Source: an optimization exercise on an open RTL-to-GDS flow (aim: small area, a short achievable clock period and few clock cycles per item). Production flows keep margins and buffers that such runs may drop.
In this exercise RTL edits were held to simulation tests only and were not proved equivalent to the original.

==> wip/sierra: inputs <==
==> flow/design.v <==
module seal_sbox (input wire [7:0] a, output wire [7:0] y);
    wire U0, U1, U2, U3, U4, U5, U6, U7;
    assign U0 = a[7];
    assign U1 = a[6];
    assign U2 = a[5];
    assign U3 = a[4];
    assign U4 = a[3];
    assign U5 = a[2];
    assign U6 = a[1];
    assign U7 = a[0];
    wire T1, T2, T3, T4, T5, T6, T7, T8, T9, T10, T11, T12, T13, T14, T15, T16, T17, T18, T19, T20, T21, T22, T23, T24, T25, T26, T27, M1, M2, M3, M4, M5, M6, M7, M8, M9, M10, M11, M12, M13, M14, M15, M16, M17, M18, M19, M20, M21, M22, M23, M24, M25, M26, M27, M28, M29, M30, M31, M32, M33, M34, M35, M36, M37, M38, M39, M40, M41, M42, M43, M44, M45, M46, M47, M48, M49, M50, M51, M52, M53, M54, M55, M56, M57, M58, M59, M60, M61, M62, M63, L0, L1, L2, L3, L4, L5, L6, L7, L8, L9, L10, L11, L12, L13, L14, L15, L16, L17, L18, L19, L20, L21, L22, L23, L24, L25, L26, L27, L28, L29, S0, S1, S2, S3, S4, S5, S6, S7;
    assign T1 = U0 ^ U3;
    assign T2 = U0 ^ U5;
    assign T3 = U0 ^ U6;
    assign T4 = U3 ^ U5;
    assign T5 = U4 ^ U6;
    assign T6 = T1 ^ T5;
    assign T7 = U1 ^ U2;
    assign T8 = U7 ^ T6;
    assign T9 = U7 ^ T7;
    assign T10 = T6 ^ T7;
    assign T11 = U1 ^ U5;
    assign T12 = U2 ^ U5;
    assign T13 = T3 ^ T4;
    assign T14 = T6 ^ T11;
    assign T15 = T5 ^ T11;
    assign T16 = T5 ^ T12;
    assign T17 = T9 ^ T16;
    assign T18 = U3 ^ U7;
    assign T19 = T7 ^ T18;
    assign T20 = T1 ^ T19;
    assign T21 = U6 ^ U7;
    assign T22 = T7 ^ T21;
    assign T23 = T2 ^ T22;
    assign T24 = T2 ^ T10;
    assign T25 = T20 ^ T17;
    assign T26 = T3 ^ T16;
    assign T27 = T1 ^ T12;
    assign M1 = T13 & T6;
    assign M2 = T23 & T8;
    assign M3 = T14 ^ M1;
    assign M4 = T19 & U7;
    assign M5 = M4 ^ M1;
    assign M6 = T3 & T16;
    assign M7 = T22 & T9;
    assign M8 = T26 ^ M6;
    assign M9 = T20 & T17;
    assign M10 = M9 ^ M6;
    assign M11 = T1 & T15;
    assign M12 = T4 & T27;
    assign M13 = M12 ^ M11;
    assign M14 = T2 & T10;
    assign M15 = M14 ^ M11;
    assign M16 = M3 ^ M2;
    assign M17 = M5 ^ T24;
    assign M18 = M8 ^ M7;
    assign M19 = M10 ^ M15;
    assign M20 = M16 ^ M13;
    assign M21 = M17 ^ M15;
    assign M22 = M18 ^ M13;
    assign M23 = M19 ^ T25;
    assign M24 = M22 ^ M23;
    assign M25 = M22 & M20;
    assign M26 = M21 ^ M25;
    assign M27 = M20 ^ M21;
    assign M28 = M23 ^ M25;
    assign M29 = M28 & M27;
    assign M30 = M26 & M24;
    assign M31 = M20 & M23;
    assign M32 = M27 & M31;
    assign M33 = M27 ^ M25;
    assign M34 = M21 & M22;
    assign M35 = M24 & M34;
    assign M36 = M24 ^ M25;
    assign M37 = M21 ^ M29;
    assign M38 = M32 ^ M33;
    assign M39 = M23 ^ M30;
    assign M40 = M35 ^ M36;
    assign M41 = M38 ^ M40;
    assign M42 = M37 ^ M39;
    assign M43 = M37 ^ M38;
    assign M44 = M39 ^ M40;
    assign M45 = M42 ^ M41;
    assign M46 = M44 & T6;
    assign M47 = M40 & T8;
    assign M48 = M39 & U7;
    assign M49 = M43 & T16;
    assign M50 = M38 & T9;
    assign M51 = M37 & T17;
    assign M52 = M42 & T15;
    assign M53 = M45 & T27;
    assign M54 = M41 & T10;
    assign M55 = M44 & T13;
    assign M56 = M40 & T23;
    assign M57 = M39 & T19;
    assign M58 = M43 & T3;
    assign M59 = M38 & T22;
    assign M60 = M37 & T20;
    assign M61 = M42 & T1;
    assign M62 = M45 & T4;
    assign M63 = M41 & T2;
    assign L0 = M61 ^ M62;
    assign L1 = M50 ^ M56;
    assign L2 = M46 ^ M48;
    assign L3 = M47 ^ M55;
    assign L4 = M54 ^ M58;
    assign L5 = M49 ^ M61;
    assign L6 = M62 ^ L5;
    assign L7 = M46 ^ L3;
    assign L8 = M51 ^ M59;
    assign L9 = M52 ^ M53;
    assign L10 = M53 ^ L4;
    assign L11 = M60 ^ L2;
    assign L12 = M48 ^ M51;
    assign L13 = M50 ^ L0;
    assign L14 = M52 ^ M61;
    assign L15 = M55 ^ L1;
    assign L16 = M56 ^ L0;
    assign L17 = M57 ^ L1;
    assign L18 = M58 ^ L8;
    assign L19 = M63 ^ L4;
    assign L20 = L0 ^ L1;
    assign L21 = L1 ^ L7;
    assign L22 = L3 ^ L12;
    assign L23 = L18 ^ L2;
    assign L24 = L15 ^ L9;
    assign L25 = L6 ^ L10;
    assign L26 = L7 ^ L9;
    assign L27 = L8 ^ L10;
    assign L28 = L11 ^ L14;
    assign L29 = L11 ^ L17;
    assign S0 = L6 ^ L24;
    assign S1 = ~(L16 ^ L26);
    assign S2 = ~(L19 ^ L28);
    assign S3 = L6 ^ L21;
    assign S4 = L20 ^ L22;
    assign S5 = L25 ^ L29;
    assign S6 = ~(L13 ^ L27);
    assign S7 = ~(L6 ^ L23);
    assign y[7] = S0;
    assign y[6] = S1;
    assign y[5] = S2;
    assign y[4] = S3;
    assign y[3] = S4;
    assign y[2] = S5;
    assign y[1] = S6;
    assign y[0] = S7;
endmodule
module seal_aes (
    input  wire [127:0] st,
    input  wire [127:0] rk,
    input  wire         lastr,
    input  wire [127:0] k,
    input  wire [7:0]   rcon,
    output wire [127:0] rout,
    output wire [127:0] nk
);
    function [7:0] xtime(input [7:0] b);
        xtime = {b[6:0], 1'b0} ^ (b[7] ? 8'h1b : 8'h00);
    endfunction
    wire [127:0] sb;
    genvar g;
    generate
        for (g = 0; g < 16; g = g + 1) begin : g_sb
            seal_sbox u_sbox (.a(st[8*g +: 8]), .y(sb[8*g +: 8]));
        end
    endgenerate
    wire [127:0] sr;
    generate
        for (g = 0; g < 16; g = g + 1) begin : g_sr
            localparam integer R = g % 4;
            localparam integer C = g / 4;
            assign sr[8*g +: 8] = sb[8*(4*((C + R) % 4) + R) +: 8];
        end
    endgenerate
    wire [127:0] mx;
    generate
        for (g = 0; g < 4; g = g + 1) begin : g_mc
            wire [7:0] a0 = sr[32*g +: 8];
            wire [7:0] a1 = sr[32*g + 8 +: 8];
            wire [7:0] a2 = sr[32*g + 16 +: 8];
            wire [7:0] a3 = sr[32*g + 24 +: 8];
            wire [7:0] x  = a0 ^ a1 ^ a2 ^ a3;
            assign mx[32*g +: 8]      = x ^ xtime(a0 ^ a1);
            assign mx[32*g + 8 +: 8]  = x ^ xtime(a1 ^ a2);
            assign mx[32*g + 16 +: 8] = x ^ xtime(a2 ^ a3);
            assign mx[32*g + 24 +: 8] = x ^ xtime(a3 ^ a0);
        end
    endgenerate
    assign rout = sr ^ (lastr ? 128'h0 : mx) ^ rk;
    wire [31:0] w3 = k[127:96];
    wire [31:0] sw;
    seal_sbox u_ks0 (.a(w3[15:8]),  .y(sw[7:0]));
    seal_sbox u_ks1 (.a(w3[23:16]), .y(sw[15:8]));
    seal_sbox u_ks2 (.a(w3[31:24]), .y(sw[23:16]));
    seal_sbox u_ks3 (.a(w3[7:0]),   .y(sw[31:24]));
    wire [31:0] nk0 = k[31:0]   ^ sw ^ {24'h0, rcon};
    wire [31:0] nk1 = k[63:32]  ^ nk0;
    wire [31:0] nk2 = k[95:64]  ^ nk1;
    wire [31:0] nk3 = k[127:96] ^ nk2;
    assign nk = {nk3, nk2, nk1, nk0};
endmodule
module seal_cmac (
    input  wire         clk,
    input  wire         rst,
    input  wire [127:0] key,
    input  wire         in_valid,
    output wire         in_ready,
    input  wire         in_first,
    input  wire         in_last,
    input  wire [4:0]   in_nbytes,
    input  wire [127:0] in_data,
    output wire         out_valid,
    input  wire         out_ready,
    output wire [127:0] out_tag
);
    reg [127:0] st;       
    reg [127:0] rk;       
    reg [127:0] kr;       
    reg [127:0] lr;       
    reg [3:0]   rnd;      
    reg         busy;     
    reg         isl;      
    reg         blast;    
    reg         waitb;    
    reg         lrdy;     
    reg         kp;       
    reg         flast;    
    reg         ov;       
    function [127:0] dbl(input [127:0] v);
        integer j;
        begin
            for (j = 0; j < 15; j = j + 1)
                dbl[8*j +: 8] = {v[8*j +: 7], v[8*(j+1) + 7]};
            dbl[120 +: 8] = {v[120 +: 7], 1'b0} ^ (v[7] ? 8'h87 : 8'h00);
        end
    endfunction
    wire [127:0] k1 = dbl(lr);
    wire [127:0] k2 = dbl(k1);
    function [127:0] prep(input [127:0] d, input last, input [4:0] nb,
                          input [127:0] sk1, input [127:0] sk2);
        integer j;
        begin
            if (!last) begin
                prep = d;
            end else if (nb >= 5'd16) begin
                prep = d ^ sk1;
            end else begin
                for (j = 0; j < 16; j = j + 1) begin
                    if (j < nb)
                        prep[8*j +: 8] = d[8*j +: 8];
                    else if (j == nb)
                        prep[8*j +: 8] = 8'h80;
                    else
                        prep[8*j +: 8] = 8'h00;
                end
                prep = prep ^ sk2;
            end
        end
    endfunction
    wire fin  = busy && (rnd == 4'd10);
    wire idle = !busy && !waitb && !lrdy;
    wire ir = (fin && !isl && !blast) || waitb || lrdy ||
              (fin && isl && !ov && !flast);
    wire acc = in_valid && ir;
    wire klatch = in_valid && in_first && !kp &&
                  (idle || (busy && !isl && blast));
    wire lstart = kp && (idle || (fin && !isl && blast) || (fin && isl && ov));
    wire lr_en  = fin && (isl ? !ov : blast);
    wire kld = !busy || fin;
    reg [7:0] rcon;
    always @(*) begin
        case (rnd)
            4'd1: rcon = 8'h02;
            4'd2: rcon = 8'h04;
            4'd3: rcon = 8'h08;
            4'd4: rcon = 8'h10;
            4'd5: rcon = 8'h20;
            4'd6: rcon = 8'h40;
            4'd7: rcon = 8'h80;
            4'd8: rcon = 8'h1b;
            4'd9: rcon = 8'h36;
            default: rcon = 8'h00;
        endcase
        if (kld) rcon = 8'h01;
    end
    wire [127:0] rout;
    wire [127:0] nk;
    seal_aes u_aes (
        .st    (st),
        .rk    (rk),
        .lastr (rnd == 4'd10),
        .k     (kld ? kr : rk),
        .rcon  (rcon),
        .rout  (rout),
        .nk    (nk)
    );
    wire use_rout = busy && !(fin && (isl || blast));
    wire [127:0] base = use_rout ? rout : (waitb ? st : 128'h0);
    wire [127:0] add  = (acc ? prep(in_data, in_last, in_nbytes, k1, k2) : 128'h0) ^
                        ((acc || lstart) ? kr : 128'h0);
    assign in_ready  = ir;
    assign out_valid = ov;
    assign out_tag   = lr;
    always @(posedge clk) begin
        st  <= base ^ add;
        rk  <= nk;
        rnd <= (busy && !fin) ? rnd + 4'd1 : 4'd1;
        if (klatch) begin
            kr    <= key;
            flast <= in_last;
        end
        if (lr_en)
            lr <= rout;
        if (lstart)
            isl <= 1'b1;
        else if (acc)
            isl <= 1'b0;
        if (acc)
            blast <= in_last;
    end
    always @(posedge clk) begin
        if (rst) begin
            busy  <= 1'b0;
            waitb <= 1'b0;
            lrdy  <= 1'b0;
            kp    <= 1'b0;
            ov    <= 1'b0;
        end else begin
            busy  <= (busy && !fin) || acc || lstart;
            waitb <= (fin && !isl && !blast && !in_valid) || (waitb && !in_valid);
            lrdy  <= (fin && isl && !ov && !acc) || (lrdy && !acc);
            kp    <= klatch || (kp && !(acc && in_first));
            ov    <= (fin && !isl && blast) || (ov && !out_ready);
        end
    end
endmodule
==> flow/run.sh <==
#!/bin/bash
# synth_recipe.tcl (not shown) runs the flow's synth.tcl, then flattens the netlist and writes it again
# the make line also repeats each setting of config.mk as NAME=value (left out here)
make -C /OpenROAD-flow-scripts/flow DESIGN_CONFIG=/design/flow/config.mk WORK_HOME=/design/flow/orfs CLKGATE_MAP_FILE= SYNTH_SCRIPT=/design/flow/synth_recipe.tcl finish
==> flow/config.mk <==
export PLATFORM = sky130hd
export DESIGN_NAME = seal_cmac
export DESIGN_NICKNAME = seal_cmac
export VERILOG_FILES = /design/flow/design.v
export SDC_FILE = /design/flow/constraint.sdc
export NUM_CORES = 4
export LEC_CHECK = 0
export CAP_MARGIN = 20
export CORE_MARGIN = 2
export CORE_UTILIZATION = 40
export SLEW_MARGIN = 20
==> flow/constraint.sdc <==
create_clock -name core_clock -period 10.0 [get_ports {clk}]
set_input_delay 2.0000 -clock core_clock [delete_from_list [all_inputs] [get_ports {clk}]]
set_output_delay 2.0000 -clock core_clock [all_outputs]
set_load 0.01 [all_outputs]
==> wip/amber (differences from wip/sierra) <==
==> flow/design.v, changed modules only <==
module seal_aes (
    input  wire [127:0] st,
    input  wire [127:0] rk,
    input  wire         lastr,
    input  wire [127:0] k,
    input  wire [7:0]   rcon,
    output wire [127:0] rout,
    output wire [127:0] nk
);
    function [7:0] xtime(input [7:0] b);
        xtime = {b[6:0], 1'b0} ^ (b[7] ? 8'h1b : 8'h00);
    endfunction
    wire [127:0] sb;
    genvar g;
    generate
        for (g = 0; g < 16; g = g + 1) begin : g_sb
            seal_sbox u_sbox (.a(st[8*g +: 8]), .y(sb[8*g +: 8]));
        end
    endgenerate
    wire [127:0] sr;
    generate
        for (g = 0; g < 16; g = g + 1) begin : g_sr
            localparam integer R = g % 4;
            localparam integer C = g / 4;
            assign sr[8*g +: 8] = sb[8*(4*((C + R) % 4) + R) +: 8];
        end
    endgenerate
    wire [127:0] mx;
    generate
        for (g = 0; g < 4; g = g + 1) begin : g_mc
            wire [7:0] a0 = sr[32*g +: 8];
            wire [7:0] a1 = sr[32*g + 8 +: 8];
            wire [7:0] a2 = sr[32*g + 16 +: 8];
            wire [7:0] a3 = sr[32*g + 24 +: 8];
            wire [7:0] x  = a0 ^ a1 ^ a2 ^ a3;
            assign mx[32*g +: 8]      = x ^ xtime(a0 ^ a1);
            assign mx[32*g + 8 +: 8]  = x ^ xtime(a1 ^ a2);
            assign mx[32*g + 16 +: 8] = x ^ xtime(a2 ^ a3);
            assign mx[32*g + 24 +: 8] = x ^ xtime(a3 ^ a0);
        end
    endgenerate
    assign rout = sr ^ (lastr ? 128'h0 : mx) ^ rk;
    wire [31:0] w3 = k[127:96];
    wire [31:0] sw;
    seal_sbox u_ks0 (.a(w3[15:8]),  .y(sw[7:0]));
    seal_sbox u_ks1 (.a(w3[23:16]), .y(sw[15:8]));
    seal_sbox u_ks2 (.a(w3[31:24]), .y(sw[23:16]));
    seal_sbox u_ks3 (.a(w3[7:0]),   .y(sw[31:24]));
    wire [31:0] k0  = k[31:0];
    wire [31:0] k01 = k[31:0] ^ k[63:32];
    wire [31:0] k012 = k01 ^ k[95:64];
    wire [31:0] k0123 = k012 ^ k[127:96];
    wire [31:0] swr = sw ^ {24'h0, rcon};
    wire [31:0] nk0 = k0    ^ swr;
    wire [31:0] nk1 = k01   ^ swr;
    wire [31:0] nk2 = k012  ^ swr;
    wire [31:0] nk3 = k0123 ^ swr;
    assign nk = {nk3, nk2, nk1, nk0};
endmodule
module seal_cmac (
    input  wire         clk,
    input  wire         rst,
    input  wire [127:0] key,
    input  wire         in_valid,
    output wire         in_ready,
    input  wire         in_first,
    input  wire         in_last,
    input  wire [4:0]   in_nbytes,
    input  wire [127:0] in_data,
    output wire         out_valid,
    input  wire         out_ready,
    output wire [127:0] out_tag
);
    reg [127:0] st;       
    reg [127:0] rk;       
    reg [127:0] kr;       
    reg [127:0] lr;       
    reg         busy;     
    reg         isl;      
    reg         blast;    
    reg         waitb;    
    reg         lrdy;     
    reg         kp;       
    reg         flast;    
    reg         ov;       
    reg         fin;      
    reg         kld;      
    function [127:0] dbl(input [127:0] v);
        integer j;
        begin
            for (j = 0; j < 15; j = j + 1)
                dbl[8*j +: 8] = {v[8*j +: 7], v[8*(j+1) + 7]};
            dbl[120 +: 8] = {v[120 +: 7], 1'b0} ^ (v[7] ? 8'h87 : 8'h00);
        end
    endfunction
    wire [127:0] k1 = dbl(lr);
    wire [127:0] k2 = dbl(k1);
    function [127:0] prep(input [127:0] d, input last, input [4:0] nb,
                          input [127:0] sk1, input [127:0] sk2);
        integer j;
        begin
            if (!last) begin
                prep = d;
            end else if (nb >= 5'd16) begin
                prep = d ^ sk1;
            end else begin
                for (j = 0; j < 16; j = j + 1) begin
                    if (j < nb)
                        prep[8*j +: 8] = d[8*j +: 8];
                    else if (j == nb)
                        prep[8*j +: 8] = 8'h80;
                    else
                        prep[8*j +: 8] = 8'h00;
                end
                prep = prep ^ sk2;
            end
        end
    endfunction
    wire idle = !busy && !waitb && !lrdy;
    wire ir = (fin && !isl && !blast) || waitb || lrdy ||
              (fin && isl && !ov && !flast);
    wire acc = in_valid && ir;
    wire klatch = in_valid && in_first && !kp &&
                  (idle || (busy && !isl && blast));
    wire lstart = kp && (idle || (fin && !isl && blast) || (fin && isl && ov));
    wire lr_en  = fin && (isl ? !ov : blast);
    reg [7:0] rcr;
    wire [7:0] rcon = kld ? 8'h01 : rcr;
    wire [127:0] rout;
    wire [127:0] nk;
    seal_aes u_aes (
        .st    (st),
        .rk    (rk),
        .lastr (fin),
        .k     (kld ? kr : rk),
        .rcon  (rcon),
        .rout  (rout),
        .nk    (nk)
    );
    wire use_rout = busy && !(fin && (isl || blast));
    wire [127:0] base = use_rout ? rout : (waitb ? st : 128'h0);
    wire [127:0] add  = (acc ? prep(in_data, in_last, in_nbytes, k1, k2) : 128'h0) ^
                        ((acc || lstart) ? kr : 128'h0);
    assign in_ready  = ir;
    assign out_valid = ov;
    assign out_tag   = lr;
    always @(posedge clk) begin
        st  <= base ^ add;
        rk  <= nk;
        rcr <= kld ? 8'h02 : ({rcr[6:0], 1'b0} ^ (rcr[7] ? 8'h1b : 8'h00));
        if (klatch) begin
            kr    <= key;
            flast <= in_last;
        end
        if (lr_en)
            lr <= rout;
        if (lstart)
            isl <= 1'b1;
        else if (acc)
            isl <= 1'b0;
        if (acc)
            blast <= in_last;
    end
    always @(posedge clk) begin
        if (rst) begin
            busy  <= 1'b0;
            fin   <= 1'b0;
            kld   <= 1'b1;
            waitb <= 1'b0;
            lrdy  <= 1'b0;
            kp    <= 1'b0;
            ov    <= 1'b0;
        end else begin
            busy  <= (busy && !fin) || acc || lstart;
            fin   <= busy && !fin && (rcr == 8'h36);
            kld   <= !((busy && !fin) || acc || lstart) || (busy && !fin && (rcr == 8'h36));
            waitb <= (fin && !isl && !blast && !in_valid) || (waitb && !in_valid);
            lrdy  <= (fin && isl && !ov && !acc) || (lrdy && !acc);
            kp    <= klatch || (kp && !(acc && in_first));
            ov    <= (fin && !isl && blast) || (ov && !out_ready);
        end
    end
endmodule
==> flow/flow/run.sh (new file) <==
#!/bin/bash
# The standard layout (standard.sh), with synthesis run by flow/synth.tcl:
# the same script as the standard flow's, but ABC maps with flow/abc.script.
set -euo pipefail
here=$(pwd)
export MY_ABC_SCRIPT=$here/flow/abc.script
bash standard.sh SYNTH_SCRIPT=$here/flow/synth.tcl finish > $here/standard_flow.log 2>&1
==> flow/flow/abc.script (new file) <==
strash; dch; map -a; topo; stime -c; buffer -c; upsize -c; dnsize -c
==> flow/flow/synth.tcl (new file) <==
# The standard synthesis script (synth_recipe.tcl), with ABC's technology
# mapping run on flow/abc.script (path in MY_ABC_SCRIPT) instead of ORFS's
# speed script. Only the combinational mapping changes; the flip-flops are
# mapped by dfflibmap before ABC runs, as in the standard synthesis.
proc synth {args} { yosys synth -nofsm -noshare {*}$args }
proc abc {args} {
  set i [lsearch -exact $args -script]
  if { $i >= 0 } { lset args [expr {$i + 1}] $::env(MY_ABC_SCRIPT) }
  yosys abc {*}$args
}
source $::env(SCRIPTS_DIR)/synth.tcl
# left out here: clear keep_hierarchy, flatten, clean up, hide names made inside functions, write 1_2_yosys.v
==> flow/standard.sh (new file) <==
#!/bin/bash
# synth_recipe.tcl (not shown) runs the flow's synth.tcl, then flattens the netlist and writes it again
# the make line also repeats each setting of config.mk as NAME=value (left out here)
make -C /OpenROAD-flow-scripts/flow DESIGN_CONFIG=/design/flow/config.mk WORK_HOME=/design/flow/orfs CLKGATE_MAP_FILE= SYNTH_SCRIPT=/design/flow/synth_recipe.tcl "${@:-finish}"
- SETUP_SLACK_MARGIN: not set -> 3
removed: flow/run.sh
==> impl_metrics.json <==
{
  "max_stage_delay_ns": 0.92,
  "post_dp_cell_area_um2": 78100,
  "buffers": 579,
  "startpoint": "st[15]",
  "dp.final_hpwl_mm": 253,
  "syn_to_final_growth_pct": 11.9,
  "synth-seq-cells": 532,
  "period_needed_ns": 8.99,
  "post-place-ws_ns": 1.41,
  "synth.avg_cell_area_um2": 8.09,
  "status": "timing/DRC/antenna clean",
  "layout_commonest_cell": "xnor2_1",
  "synth-compound-area-share_pct": 23.7,
  "num-multi-input-gates": 7665,
  "wl_met1_mm": 132
}
# the run above: wip/sierra

==> impl_metrics.json <==
{
  "buffers": 441,
  "period_needed_ns": 6.75,
  "status": "timing/DRC/antenna clean",
  "post-place-ws_ns": 2.81,
  "wl_met1_mm": 93.2,
  "synth.avg_cell_area_um2": 7.58,
  "synth-seq-cells": 530,
  "dp.final_hpwl_mm": 173,
  "post_dp_cell_area_um2": 59900,
  "synth-compound-area-share_pct": 11.6,
  "max_stage_delay_ns": 0.58
}
# the run above: wip/amber

Testbench counts of wip/sierra, summed over its fixed seeds: cycles 107,494, blocks 10,427.
Testbench counts of wip/amber, summed over its fixed seeds: cycles 107,494, blocks 10,427.

separate check: timing with driven ports:
How much do the figures lean on ideal ports? The routed layouts below were timed once more, with nothing changed but the port constraints.
Step 1, drivers: a clkbuf_16 drives clk and a buf_2 each remaining input, both assumed.
Step 2 moves the port delays by t, midway between the first and last clock arrival at a register: inputs arrive t later, outputs are due t later. That takes back most of the time a late clock gives input paths.
a / b / c = ideal ports / drivers / drivers and shift; a / b = the first two.
run | t (ns) | setup slack, ns | latest minus earliest clock arrival (ns) | slew at the worst register clock pin (ns) | worst slew at a driven data input, ns
wip/sierra | 0.775 | 1.008 / 1.008 / 1.008 | 0.045 / 0.046 | 0.07 / 0.07 | 0.36
wip/amber | 0.750 | 3.253 / 3.253 / 3.253 | 0.035 / 0.035 | 0.07 / 0.07 | 0.17
After both steps setup and hold are still met in every run listed.
